What follows belongs to an exercise in optimizing a design on an open flow for small area, a short achievable clock period and few clock cycles per item; a production flow would make more cautious choices.
Where RTL was checked, it was by simulation tests only, not by an equivalence proof against the original.
Power figures rest on the tool's default switching activity, not on a simulated workload.

== P ==
==> flow/design.v (excerpt) <==
module brimet_divsqrt (
    input  wire        clk,
    input  wire        rst,
    input  wire        in_valid,
    output wire        in_ready,
    input  wire [7:0]  in_op,
    input  wire [31:0] in_a,
    input  wire [7:0]  in_aq,
    input  wire [31:0] in_b,
    input  wire [7:0]  in_bq,
    output reg         out_valid,
    output wire [31:0] out_val,
    output wire [7:0]  out_q
);
For scale: about 100 flip-flops, ~130 I/O pins, ~8400 µm² of cells after synthesis.
export LEC_CHECK = 0
export CAP_MARGIN = 20
export CORE_MARGIN = 2
export CORE_UTILIZATION = 40
export SLEW_MARGIN = 20
create_clock -name core_clock -period 15.0 [get_ports {clk}]
standard.sh (not shown) runs the stock make flow with config.mk's settings and CLKGATE_MAP_FILE= SYNTH_SCRIPT=/design/flow/synth_recipe.tcl, a recipe that flattens the netlist after the stock synthesis.
==> flow/flow/run.sh <==
#!/bin/bash
# Standard layout, with every port buffered by a plain buf_2 instead of the
# default pick.  Output of the run goes to flow_run.log.
set -euo pipefail
export BUFFER_PORTS_ARGS="-buffer_cell sky130_fd_sc_hd__buf_2"
bash standard.sh > flow_run.log 2>&1
diff inputs: P => Q
==> flow/run.sh (new file) <==
#!/bin/bash
# synth_recipe.tcl (not shown) runs the flow's synth.tcl, then flattens the netlist and writes it again
# the make line also repeats each setting of config.mk as NAME=value (left out here)
make -C /OpenROAD-flow-scripts/flow DESIGN_CONFIG=/design/flow/config.mk WORK_HOME=/design/flow/orfs CLKGATE_MAP_FILE= SYNTH_SCRIPT=/design/flow/synth_recipe.tcl finish
removed: flow/flow/run.sh
removed: flow/standard.sh
Results
Looking at Q and P, the quantity of gates resized following cts is a wash. Taking P as the reference, in Q global-route usage went up 0.76 points, slack of the critical path went down 390 ps, synthesized-area fraction occupied by ao, oa, aoi and oai cells held. [compare] base=P new=Q: fraction of met1 tracks used by global routing rose 2.2 points; met3 demand-to-capacity share in global routing about even; worst path arrival time rose 390 ps. Delta(met1 wire length, Q - P) > 0.
Function was not checked in any run of this note: the RTL went through the layout flow alone.

Another version of the RTL of brimet_divsqrt (not shown whole).
Size: about 100 flip-flops, ~130 I/O pins.
==> flow/config.mk <==
export PLATFORM = sky130hd
export DESIGN_NAME = brimet_divsqrt
export DESIGN_NICKNAME = brimet_divsqrt
export VERILOG_FILES = /design/flow/design.v
export SDC_FILE = /design/flow/constraint.sdc
export NUM_CORES = 4
export LEC_CHECK = 0
export CAP_MARGIN = 20
export CORE_MARGIN = 2
export CORE_UTILIZATION = 40
export CTS_BUF_LIST = sky130_fd_sc_hd__clkbuf_8
export SLEW_MARGIN = 20
==> flow/constraint.sdc <==
create_clock -name core_clock -period 15.0 [get_ports {clk}]
set_input_delay 3.0000 -clock core_clock [delete_from_list [all_inputs] [get_ports {clk}]]
set_output_delay 3.0000 -clock core_clock [all_outputs]
set_load 0.01 [all_outputs]
==> flow/flow/run.sh <==
#!/bin/bash
# Standard layout, with every port buffered by a plain buf_2 instead of the
# default pick.  Output of the run goes to flow_run.log.
set -euo pipefail
export BUFFER_PORTS_ARGS="-buffer_cell sky130_fd_sc_hd__buf_2"
bash standard.sh > flow_run.log 2>&1
Change:
--- a/flow/flow/run.sh
+++ b/flow/flow/run.sh
@@ -5 +5 @@
-export BUFFER_PORTS_ARGS="-buffer_cell sky130_fd_sc_hd__buf_2"
+export BUFFER_PORTS_ARGS="-buffer_cell sky130_fd_sc_hd__buf_1"
Outcome: The new run passed the timing, design-rule and antenna checks; global-route usage grows by 0.30 points; sequential power hardly moves; first-iteration DRC count grows by 11%; worst hold slack improves by 0.011 ns; via count shrinks by 1.2%; clock-buffer cell count grows by 1; power shrinks by 0.66%; cell area shrinks by 1.8%; routed wire length grows by 0.56%; clock power shrinks by about 2%.
Change:
--- a/flow/flow/run.sh
+++ b/flow/flow/run.sh
@@ -5 +5 @@
-export BUFFER_PORTS_ARGS="-buffer_cell sky130_fd_sc_hd__buf_1"
+export BUFFER_PORTS_ARGS="-buffer_cell sky130_fd_sc_hd__buf_2"
Settings changed: CTS_BUF_LIST sky130_fd_sc_hd__clkbuf_8 to unset.
Result:
- cell area goes up by 3.0%
- synthesized area stays the same
- sequential share of layout area goes down by 0.76 points
- total power goes up by 5.8%
- routed wire length decreases by 0.66%
- clock skew is lower by 0.0031 ns
- first-iteration DRC count climbs by 3.4%
- via count climbs by 0.33%
Function was not checked in any run of this note: the RTL went through the layout flow alone.

## old
The RTL this note starts from:
==> flow/design.v <==
module brimet_divsqrt (
    input  wire        clk,
    input  wire        rst,
    input  wire        in_valid,
    output wire        in_ready,
    input  wire [7:0]  in_op,
    input  wire [31:0] in_a,
    input  wire [7:0]  in_aq,
    input  wire [31:0] in_b,
    input  wire [7:0]  in_bq,
    output reg         out_valid,
    output wire [31:0] out_val,
    output wire [7:0]  out_q
);
    reg         run;     
    reg         fin;     
    reg         rdy;     
    reg  [4:0]  pos;     
    reg  [25:0] W;       
    reg  [25:0] X;       
    reg  [25:0] Q;       
    reg  [8:0]  E;       
    reg         sq;      
    reg         ev;      
    reg         f_sign, f_selb;
    wire load  = ~run & ~fin;
    wire first = (pos == {4'b1100, ev});
    wire last  = (pos == 5'd0 && (Q[23] || ev)) || (pos == 5'd31);
    assign in_ready = rdy;
    assign out_val  = {X[16:8], Q[22:0]};
    assign out_q    = X[7:0];
    reg  [25:0] H;
    integer hk;
    always @* begin
        for (hk = 0; hk < 26; hk = hk + 1)
            H[hk] = sq && (pos == hk);
    end
    wire [26:0] A  = {W, 1'b0};
    wire [27:0] D  = {1'b0, A} - {2'b00, X};
    wire        qb = ~D[27];
    wire [25:0] Wn = qb ? D[25:0] : A[25:0];
    wire [25:0] Xn = (X & ~H) | ({H[24:0], 1'b0} & {26{qb}}) | {1'b0, H[25:1]};
    wire [7:0] eg = E[7:0] & ~Q[25:18];
    wire [7:0] ep = E[7:0] ^ ~Q[25:18];
    reg  [7:0] cg, cp;                   
    integer ei, el;
    always @* begin
        cg = eg;
        cp = ep;
        for (el = 1; el < 8; el = el * 2)
            for (ei = 0; ei < 8; ei = ei + 1)
                if ((ei / el) % 2 == 1) begin
                    cg[ei] = cg[ei] | (cp[ei] & cg[(ei / el) * el - 1]);
                    cp[ei] = cp[ei] & cp[(ei / el) * el - 1];
                end
    end
    wire [8:0] e_div = {cg[7], ep ^ {cg[6:0], 1'b0}};
    wire [8:0] e_sq  = {E[7], ~E[7], ~E[7], E[6:1]};                  
    wire a_ez = (E[7:0] == 8'h00), a_eo = (E[7:0] == 8'hFF);
    wire b_ez = (Q[25:18] == 8'h00), b_eo = (Q[25:18] == 8'hFF);
    wire b_mnz = (X[23:1] != 23'd0);
    wire sp_bad  = sq ? (~a_ez & (a_eo | f_sign)) : (a_eo | b_ez | (b_eo & b_mnz));
    wire sp_zero = sq ? a_ez : (a_ez | (b_eo & ~b_mnz));
    wire [8:0] e_new = sp_bad ? 9'h1FF : sp_zero ? 9'h000 : sq ? e_sq : e_div;
    wire        late = ~Q[25];
    wire        st  = (W != 26'd0);
    wire        inc = Q[0] & (st | Q[1]);
    reg  [22:0] rf;
    reg  [7:0]  rx;
    reg         rc, gc, dn;
    integer ri;
    always @* begin
        rc = inc;
        gc = inc;
        for (ri = 0; ri < 23; ri = ri + 1) begin
            if (ri % 4 == 0) begin
                gc = rc;                                
                rc = rc & (&Q[1+ri +: 4]);              
            end
            rf[ri] = Q[1+ri] ^ gc;
            gc = gc & Q[1+ri];
        end
        dn = late;
        for (ri = 0; ri < 8; ri = ri + 1) begin
            rx[ri] = (ri == 7 ? ~E[7] : E[ri]) ^ dn;
            if (ri < 7)
                dn = dn & ~E[ri];
        end
    end
    wire [30:0] rs  = {rx, rf};
    wire        t_norm = late ? (E >= 9'd130) : (E >= 9'd129);
    wire        t_up   = (late ? (E == 9'd129) : (E == 9'd128)) && (&Q[24:1]);
    wire        r_bad  = t_norm && (late ? (E >= 9'd384) : (E >= 9'd383));
    wire bad     = r_bad;
    reg  [31:0] res;
    always @* begin
        if (bad)
            res = 32'h7FC0_0000;
        else if (!(t_norm || t_up))
            res = {f_sign, 31'd0};
        else if (t_norm)
            res = {f_sign, rs};
        else
            res = {f_sign, 8'd1, 23'd0};
    end
    wire [1:0] ca = {in_aq[7] & in_aq[6], in_aq[6]};
    wire [1:0] cb = {in_bq[7] & in_bq[6], in_bq[6]};
    always @(posedge clk) begin
        f_sign <= in_a[31] ^ (in_b[31] & ~in_op[0]);
        f_selb <= ~in_op[0] & (cb < ca);
    end
    always @(posedge clk) begin
        if (rst) begin
            run       <= 1'b0;
            fin       <= 1'b0;
            rdy       <= 1'b0;
            out_valid <= 1'b0;
        end else begin
            out_valid <= fin & in_valid;
            fin       <= run & last;
            rdy       <= run & last & in_valid;
            run       <= run ? ~last : (load & in_valid);
        end
    end
    always @(posedge clk) begin
        pos <= load ? {4'b1100, in_op[0] & ~in_a[23]} : pos - 5'd1;
        W   <= load ? {2'b00, 1'b1, in_a[22:0]} : Wn;
        if (load)
            X <= {in_op[0] & ~in_a[23], ~(in_op[0] & ~in_a[23]),
                  in_b[22:0] & {23{~in_op[0]}}, 1'b0};
        else if (fin)
            X <= {Xn[25:17], res[31:23], bad ? 8'h03 : (f_selb ? in_bq : in_aq)};
        else
            X <= Xn;
        if (load) begin
            sq <= in_op[0];
            ev <= in_op[0] & ~in_a[23];
            Q  <= {in_b[30:23], 17'd0, 1'b1};
            E  <= {1'b0, in_a[30:23]};
        end else if (fin) begin
            Q <= {Q[24:22], res[22:0]};
        end else begin
            Q <= {Q[24:0], qb};
            if (first)
                E <= e_new;
        end
    end
endmodule
Settings: LEC_CHECK=0, CAP_MARGIN=20, CORE_MARGIN=2, CORE_UTILIZATION=65, CTS_BUF_LIST=sky130_fd_sc_hd__clkbuf_8, PLACE_DENSITY=0.75, SLEW_MARGIN=20; clock period 15.0 ns.
==> flow/flow/run.sh <==
#!/bin/bash
# Standard layout, with every port buffered by a plain buf_2 instead of the
# default pick.  Output of the run goes to flow_run.log.
set -euo pipefail
export BUFFER_PORTS_ARGS="-buffer_cell sky130_fd_sc_hd__buf_2"
bash standard.sh > flow_run.log 2>&1
Every stage of the flow completed for old, and the final layout passed the timing, design-rule and antenna checks.
Testbench counts of old, summed over its fixed seeds: cycles 219,945, ops 8,000.
diff inputs: old => new
# old
export LEC_CHECK = 0
export CAP_MARGIN = 20
export CORE_MARGIN = 2
export CORE_UTILIZATION = 65
export CTS_BUF_LIST = sky130_fd_sc_hd__clkbuf_8
export PLACE_DENSITY = 0.75
export SLEW_MARGIN = 20
create_clock -name core_clock -period 15.0 [get_ports {clk}]
# new
export LEC_CHECK = 0
export CAP_MARGIN = 20
export CORE_MARGIN = 2
export CORE_UTILIZATION = 40
export CTS_BUF_LIST = sky130_fd_sc_hd__clkbuf_8
export SLEW_MARGIN = 20
create_clock -name core_clock -period 15.0 [get_ports {clk}]
### Flow results
As of new, via count had fallen by a few percent compared to old.
new: initial core utilization is 26 points lower than what old reported.
Compared with old, new shows a higher worst relative slew slack.
new: achievable clock frequency 1.6 MHz below old
[compare] base=old new=new: time the worst path needs with I/O delays and setup now larger, instance count on the critical path was more or less identical.

## the baseline
brimet_divsqrt, a different RTL version from the one above (not shown whole).
Size in the first run: roughly 1000 cells after synthesis, roughly 110 flip-flops, about 130 I/O pins, ~7900 um2 of cells after synthesis.
export LEC_CHECK = 0
export ABC_CLOCK_PERIOD_IN_PS = 3000
export CAP_MARGIN = 20
export CORE_MARGIN = 2
export CORE_UTILIZATION = 40
export SLEW_MARGIN = 20
create_clock -name core_clock -period 15.0 [get_ports {clk}]
run.sh (not shown) runs the stock make flow with config.mk's settings and CLKGATE_MAP_FILE= SYNTH_SCRIPT=/design/flow/synth_recipe.tcl, a recipe that flattens the netlist after the stock synthesis.
Stock flow here: none of the scripts above is used.
What the candidate does differently from the baseline at the input level:
--- a/flow/config.mk
+++ b/flow/config.mk
@@ -8 +7,0 @@
-export ABC_CLOCK_PERIOD_IN_PS = 3000
==> comparison <==
As far as die area goes, the candidate and the baseline are indistinguishable; the numbers are identical.
The candidate and the baseline ended up with roughly the same arrival time at the worst endpoint.
As far as DRC violation count after routing goes, the baseline and the candidate are indistinguishable; the numbers are identical.
Function was not checked in any run of this note: the RTL went through the layout flow alone.

==> re-timing with driven ports <==
In the flow no input, the clock included, has a driving cell. The finished layouts below were timed again as built, in two steps.
Step 1 (the two cells are an assumption about what drives the block):
set clk [get_ports {clk}]
set_driving_cell -lib_cell sky130_fd_sc_hd__clkbuf_16 $clk
set_driving_cell -lib_cell sky130_fd_sc_hd__buf_2 [delete_from_list [all_inputs] $clk]
Step 2, shift: input delay + t, output delay - t, t = (earliest + latest rising clock arrival at the registers) / 2. This alone moves slack from input paths to output paths.
Slacks: ideal ports / drivers / drivers and shift; pairs: ideal ports / drivers.
| run | t (ns) | slack for setup (ns) | worst setup path after step 2 |
|---|---|---|---|
| P | 0.408 | 10.654 / 10.608 / 10.826 | input to register |
| Q | 0.410 | 10.264 / 10.215 / 10.152 | input to register |
| the first run of note 2 | 0.416 | 10.768 / 10.778 / 10.361 | input to register |
| the second run of note 2 | 0.427 | 10.634 / 10.642 / 10.215 | input to register |
| the third run of note 2 | 0.398 | 10.739 / 10.751 / 10.354 | input to register |
| old | 0.433 | 10.899 / 10.862 / 10.526 | input to register |
| new | 0.436 | 10.873 / 10.836 / 10.771 | input to register |
| the baseline | 0.465 | 9.927 / 9.885 / 10.350 | register to output |
| the candidate | 0.465 | 9.927 / 9.885 / 10.350 | register to output |
After both steps setup and hold are still met in every run listed. The setup slack of the second run of note 2, which loses most, moves by +0.008 ns with the drivers and by -0.419 ns with both steps.
